Background: an optimization exercise with open tools, aiming at small area, a short achievable clock period and few clock cycles per item. Do not read the settings as production practice. Where RTL was checked, it was by simulation tests only, not by an equivalence proof against the original. Power and IR drop assume default switching activity.

== amber ==
Design boholt_dec, start of the top module:
module boholt_dec (
    input  wire        clk,
    input  wire        rst,
    input  wire        in_valid,
    input  wire [31:0] in_data,
    input  wire        in_last,
    output reg         in_ready,
    output reg         out_valid,
    output reg  [15:0] out_item,
    output reg         done,
    output wire [2:0]  res_fault,
    output wire [12:0] res_fault_pos,
    output wire        res_crc_bad,
    output wire [12:0] res_count,
    output wire        hist_we,
    output wire [11:0] hist_waddr,
    output wire [15:0] hist_wdata,
    output reg         hist_re,
    output reg  [11:0] hist_raddr,
    input  wire [15:0] hist_rdata
);
clock: 12.0 ns
lec_check: 0
cap_margin: 20
core_margin: 2
core_utilization: 60
cts_buf_list: sky130_fd_sc_hd__clkbuf_4 sky130_fd_sc_hd__clkbuf_8
place_density: 0.75
setup_slack_margin: 5
slew_margin: 20
standard.sh (not shown) runs the stock make flow with config.mk's settings and CLKGATE_MAP_FILE= SYNTH_SCRIPT=/design/flow/synth_recipe.tcl, a recipe that flattens the netlist after the stock synthesis.
==> flow/flow/run.sh <==
#!/bin/bash
# The standard layout (standard.sh, with its synthesis unchanged), with
#  - each port buffered, as the standard flow does, with the smallest buffer
#    cell (timing repair resizes it where needed).
# Every tool's output goes to standard.log in this folder.
set -euo pipefail
MARGIN=8.0
sed "s/SETUP_SLACK_MARGIN=[0-9.]*/SETUP_SLACK_MARGIN=$MARGIN/" standard.sh > standard_margin.sh
export BUFFER_PORTS_ARGS="-buffer_cell sky130_fd_sc_hd__buf_1"
bash standard_margin.sh > standard.log 2>&1
Relative to amber, the following input files were edited for onyx:
--- a/flow/design.v
+++ b/flow/design.v
@@ -115,20 +115,15 @@
             default: len_m1 = {2'd0, tok_w[25:16]} + 12'd2;
         endcase
     end
     wire        t_lit   = (tok_c == T_LIT || tok_c == T_STO);
     wire        t_cp    = (tok_c == T_SRUN || tok_c == T_LRUN || tok_c == T_MATCH);
     wire        t_ram   = (tok_c == T_MATCH) && (d_m1[11:1] != 11'd0);
     wire        t_p2    = (tok_c == T_MATCH) && (d_m1 == 12'd1);
-    wire        t_m     = (tok_c == T_MATCH);
-    wire [11:0] fld     = (tok_c == T_SRUN) ? {8'd0, tok_w[5:2]} :
-                          (tok_c == T_LRUN) ? tok_w[14:3] : {2'd0, tok_w[25:16]};
-    wire [13:0] room_c  = {1'b0, room} - (t_m ? 14'd3 : 14'd1);   
-    wire [12:0] np_c    = n_p + (t_m ? 13'd3 : 13'd1);
-    wire        over    = room_c[13] || ({1'b0, fld} > room_c[12:0]);    
+    wire        over    = {1'b0, len_m1} >= room;      
     wire        dist_bad = (tok_c == T_MATCH) ? ({1'b0, d_m1} >= n_p) : (n_p == 13'd0);
     wire pop = (st == S_BODY) && tok_v && !pdone && e_idle && (!t_ram || rd_done);
     reg        k_end;
     reg [2:0]  k_fault;
     reg        k_push;
     always @(*) begin
         k_end   = 1'b0;
@@ -385,17 +380,18 @@
                 if (pop) begin
                     tok_v <= 1'b0;
                     if (k_end) begin
                         pdone <= 1'b1;
                         fault <= k_fault;
                         flt   <= (k_fault != F_NONE);
                     end
-                    room <= t_cp ? room_c[12:0] - {1'b0, fld} : room - 13'd1;
-                    if (k_push)
-                        n_p  <= t_cp ? np_c + {1'b0, fld} : n_p + 13'd1;
+                    if (k_push) begin
+                        n_p  <= t_cp ? n_p + {1'b0, len_m1} + 13'd1 : n_p + 13'd1;
+                        room <= t_cp ? room + {1'b1, ~len_m1} : room - 13'd1;
+                    end
                 end
                 if (ten) begin
                     tok_v <= 1'b1;
                     tok_c <= t_cls;
                     tok_w <= win;
                     o     <= o_next;
                     if (t_last) tdone <= 1'b1;
Going from amber to onyx, arrival time at the worst endpoint shrinks by 2.99 ns.
Looking at final critical delay including setup and external delays across both flows, onyx is the stronger of the two, with amber trailing.
Summary of onyx over amber: post-synthesis simple-gate area fraction has decreased, portion of the clock cycle consumed by the worst path in the final layout fell by 1.9 points, floorplan die height went down, mean cell area of the mapped netlist barely changed, worst hold slack rose by 0.0068 ns.
Re wire length per cell after detailed routing: onyx is 1.3 um down on amber.
onyx vs. amber: x dimension of the die lower; highest attainable clock frequency up 14 MHz.
In onyx, actual transition at the worst max-transition pin is lower than in amber.
Between amber and onyx, the register-to-register setup slack is higher for onyx.
When onyx is set beside amber, its post-layout utilization of the core turns out to be 1.5 points smaller.
Testbench counts of onyx, summed over its fixed seeds: cycles 183,811, items 178,205.
The RTL of amber was laid out without a check of its function.

========
## JK
boholt_dec, a different RTL version from the one above (not shown whole).
For scale: ~290 flip-flops, about 140 I/O pins, ~22000 sq um of cells after synthesis.
Settings: LEC_CHECK=0, CAP_MARGIN=20, CORE_MARGIN=2, CORE_UTILIZATION=60, CTS_BUF_LIST=sky130_fd_sc_hd__clkbuf_4 sky130_fd_sc_hd__clkbuf_8, PLACE_DENSITY=0.75, SETUP_SLACK_MARGIN=5, SLEW_MARGIN=20; clock period 12.0 ns.
Scripts as last shown in full above: flow/flow/run.sh
JK completed every stage of the flow, and the final layout passed the timing, design-rule and antenna checks.
Modified inputs, MS compared to JK
diff --git a/flow/design.v b/flow/design.v
--- a/flow/design.v
+++ b/flow/design.v
@@ -91,21 +91,21 @@
     reg  [25:0] tok_w;           
     reg  [11:0] cp_n;            
     reg         e_idle;          
     reg         e_le1;           
     reg         cp_ram;          
     reg         cp_p2;           
     reg         pre_q;           
     reg         rd_done;         
-    reg  [12:0] fpos;            
+    reg         flt;             
     reg  [15:0] prev2;
     reg  [11:0] wcnt;            
     assign res_fault     = fault;
-    assign res_fault_pos = fpos;
+    assign res_fault_pos = flt ? n_p : 13'd0;
     assign res_crc_bad   = crc_bad;
     assign res_count     = n_p;
     wire blk_end;                
     wire hdr_fail;               
     wire        at_max  = (room == 13'd0);
     wire [11:0] d_m1    = tok_w[15:4];                 
     reg  [11:0] len_m1;                                
     always @(*) begin
@@ -180,32 +180,32 @@
     end
     always @(posedge clk) begin
         out_valid <= emit;
         done      <= end_req && e_idle && !done;
         if (done) begin
             end_req <= 1'b0;
             wcnt    <= 12'hFFF;
         end
-        if (emit) begin
+        if (!e_idle || pop) begin
             out_item <= eval;
             prev2    <= out_item;
             wcnt     <= wcnt + 12'd1;
         end
         hist_re    <= rd_first || rd_second || rd_third || rd_more;
         hist_raddr <= rd_first ? n_p[11:0] + ~d_m1 : hist_raddr + 12'd1;
         pre_q      <= rd_first;
         rd_done    <= pre_q;
         if (!e_idle) begin
             cp_n   <= cp_n - 12'd1;
             e_idle <= e_le1;
             e_le1  <= (cp_n[11:2] == 10'd0) && !(cp_n[1] && cp_n[0]);
-        end else if (pop && t_cp) begin
+        end else if (go_cp) begin
             cp_n   <= len_m1;
-            e_idle <= !k_push || (len_m1 == 12'd0);
+            e_idle <= (len_m1 == 12'd0);
             e_le1  <= (len_m1[11:1] == 11'd0);
             cp_ram <= t_ram;
             cp_p2  <= t_p2;
         end
         if (blk_end || hdr_fail)
             end_req <= 1'b1;
         if (rst) begin
             cp_n      <= 12'd0;
@@ -283,17 +283,17 @@
     wire        h_cut   = s1[26];
     wire        h_stored = s1[24];
     wire hdr_bad = (s0[15:0] != SYNC) || (crc[15:0] != s0[31:16]) ||
                    f_w1bad || (s1[31:29] != 3'd0) ||
                    (f_c0 && !h_cut) ||
                    (!h_cut && f_plnc) || (h_cut && f_plc) ||
                    (h_stored && !h_cut && f_st);
     assign blk_end  = (st == S_BODY) && pdone && !wl_nz && !v1 && (ph == 2'd0);
-    wire   chk_go   = (st == S_CHK) && !end_req;
+    wire   chk_go   = (st == S_CHK) && (!end_req || done);    
     assign hdr_fail = chk_go && hdr_bad;
     reg rdy_n;
     always @(*) begin
         case (st)
             S_HDR:   rdy_n = take ? (hw == 3'd0) : (hw != 3'd4);
             S_CHK:   rdy_n = chk_go && (hdr_bad || !(h_cut && f_pz));
             S_BODY:  rdy_n = blk_end || (!take && wl_nz && !(v1 && !xfer));
             default: rdy_n = 1'b1;
@@ -338,30 +338,30 @@
                     hw    <= hw + 3'd1;
                 end
             end
             S_CHK: begin
                 if (chk_go) begin
                     hw <= 3'd0;
                     if (hdr_bad) begin
                         fault       <= F_HEADER;
-                        fpos        <= 13'd0;
+                        flt         <= 1'b1;
                         n_p         <= 13'd0;
                         crc_bad     <= 1'b0;
                         st          <= l1 ? S_HDR : S_DRAIN;
                     end else begin
                         st      <= S_BODY;
                         cut     <= h_cut;
                         stored  <= h_stored;
                         wl      <= h_cut ? wl - 12'd1 : wl;
                         wl_nz   <= !(h_cut && f_pz);
                         if (h_cut && !h_stored && room == 13'd0) room <= 13'd4096;
                         n_p     <= 13'd0;
                         fault   <= F_NONE;
-                        fpos    <= 13'd0;
+                        flt     <= 1'b0;
                         crc_bad <= 1'b0;
                         crc     <= 32'hFFFFFFFF;
                         tdone   <= 1'b0;
                         pdone   <= 1'b0;
                         tok_v   <= 1'b0;
                         pay_end <= f_pz;
                         v0      <= 1'b0;
                         o       <= 5'd0;
@@ -377,21 +377,22 @@
                 if (ph != 2'd0)
                     crc <= crc32_16(crc, ph[1] ? s0[31:16] : s0[15:0]);
                 ph <= (ph == 2'd1) ? 2'd2 : 2'd0;
                 if (pop) begin
                     tok_v <= 1'b0;
                     if (k_end) begin
                         pdone <= 1'b1;
                         fault <= k_fault;
-                        if (k_fault != F_NONE) fpos <= n_p;
+                        flt   <= (k_fault != F_NONE);
                     end
-                    room <= t_cp ? room + {1'b1, ~len_m1} : room - 13'd1;
-                    if (k_push)
+                    if (k_push) begin
                         n_p  <= t_cp ? n_p + {1'b0, len_m1} + 13'd1 : n_p + 13'd1;
+                        room <= t_cp ? room + {1'b1, ~len_m1} : room - 13'd1;
+                    end
                 end
                 if (ten) begin
                     tok_v <= 1'b1;
                     tok_c <= t_cls;
                     tok_w <= win;
                     o     <= o_next;
                     if (t_last) tdone <= 1'b1;
                     if (retire_c) begin
--- outcome ---
- Looking at most frequent standard cell in the layout excluding fill and tap cells, the sky130_fd_sc_hd__nand2_1 result is from MS; the sky130_fd_sc_hd__edfxtp_1 one comes from JK.
- Taking JK as the reference, in MS switching portion of total power lost 1.7 points; power fell by 1900 uW; worst slack on hold paths has decreased; routed wire length now sits lower; final HPWL from detailed placement now smaller.
No functional check of the RTL was part of any run of this note.

[port drivers added, routing unchanged]
The flow's constraints put no driver on any port. The routed layouts listed below were extracted and timed again, unchanged, in two steps.
Step 1 (the two cells are an assumption about what drives the block):
set clk [get_ports {clk}]
set_driving_cell -lib_cell sky130_fd_sc_hd__clkbuf_16 $clk
set_driving_cell -lib_cell sky130_fd_sc_hd__buf_2 [delete_from_list [all_inputs] $clk]
Step 2, shift: input delay + t, output delay - t, t = (earliest + latest rising clock arrival at the registers) / 2. This alone moves slack from input paths to output paths.
Slacks: ideal / step 1 / step 2; pairs: ideal / step 1.
| run | t (ns) | setup WS [ns] | slew at the worst register clock pin (ns) | worst slew at a driven data input, ns |
|---|---|---|---|---|
| amber | 0.708 | 7.835 / 7.835 / 7.670 | 0.07 / 0.07 | 0.04 |
| onyx | 0.683 | 8.065 / 8.018 / 8.130 | 0.07 / 0.07 | 0.04 |
| JK | 0.708 | 7.980 / 7.980 / 7.928 | 0.07 / 0.07 | 0.05 |
| MS | 0.695 | 7.990 / 7.990 / 7.990 | 0.07 / 0.07 | 0.05 |
After both steps setup and hold are still met in every run listed. The setup slack of amber, which loses most, moves by 0.000 ns with the drivers and by -0.165 ns with both steps.
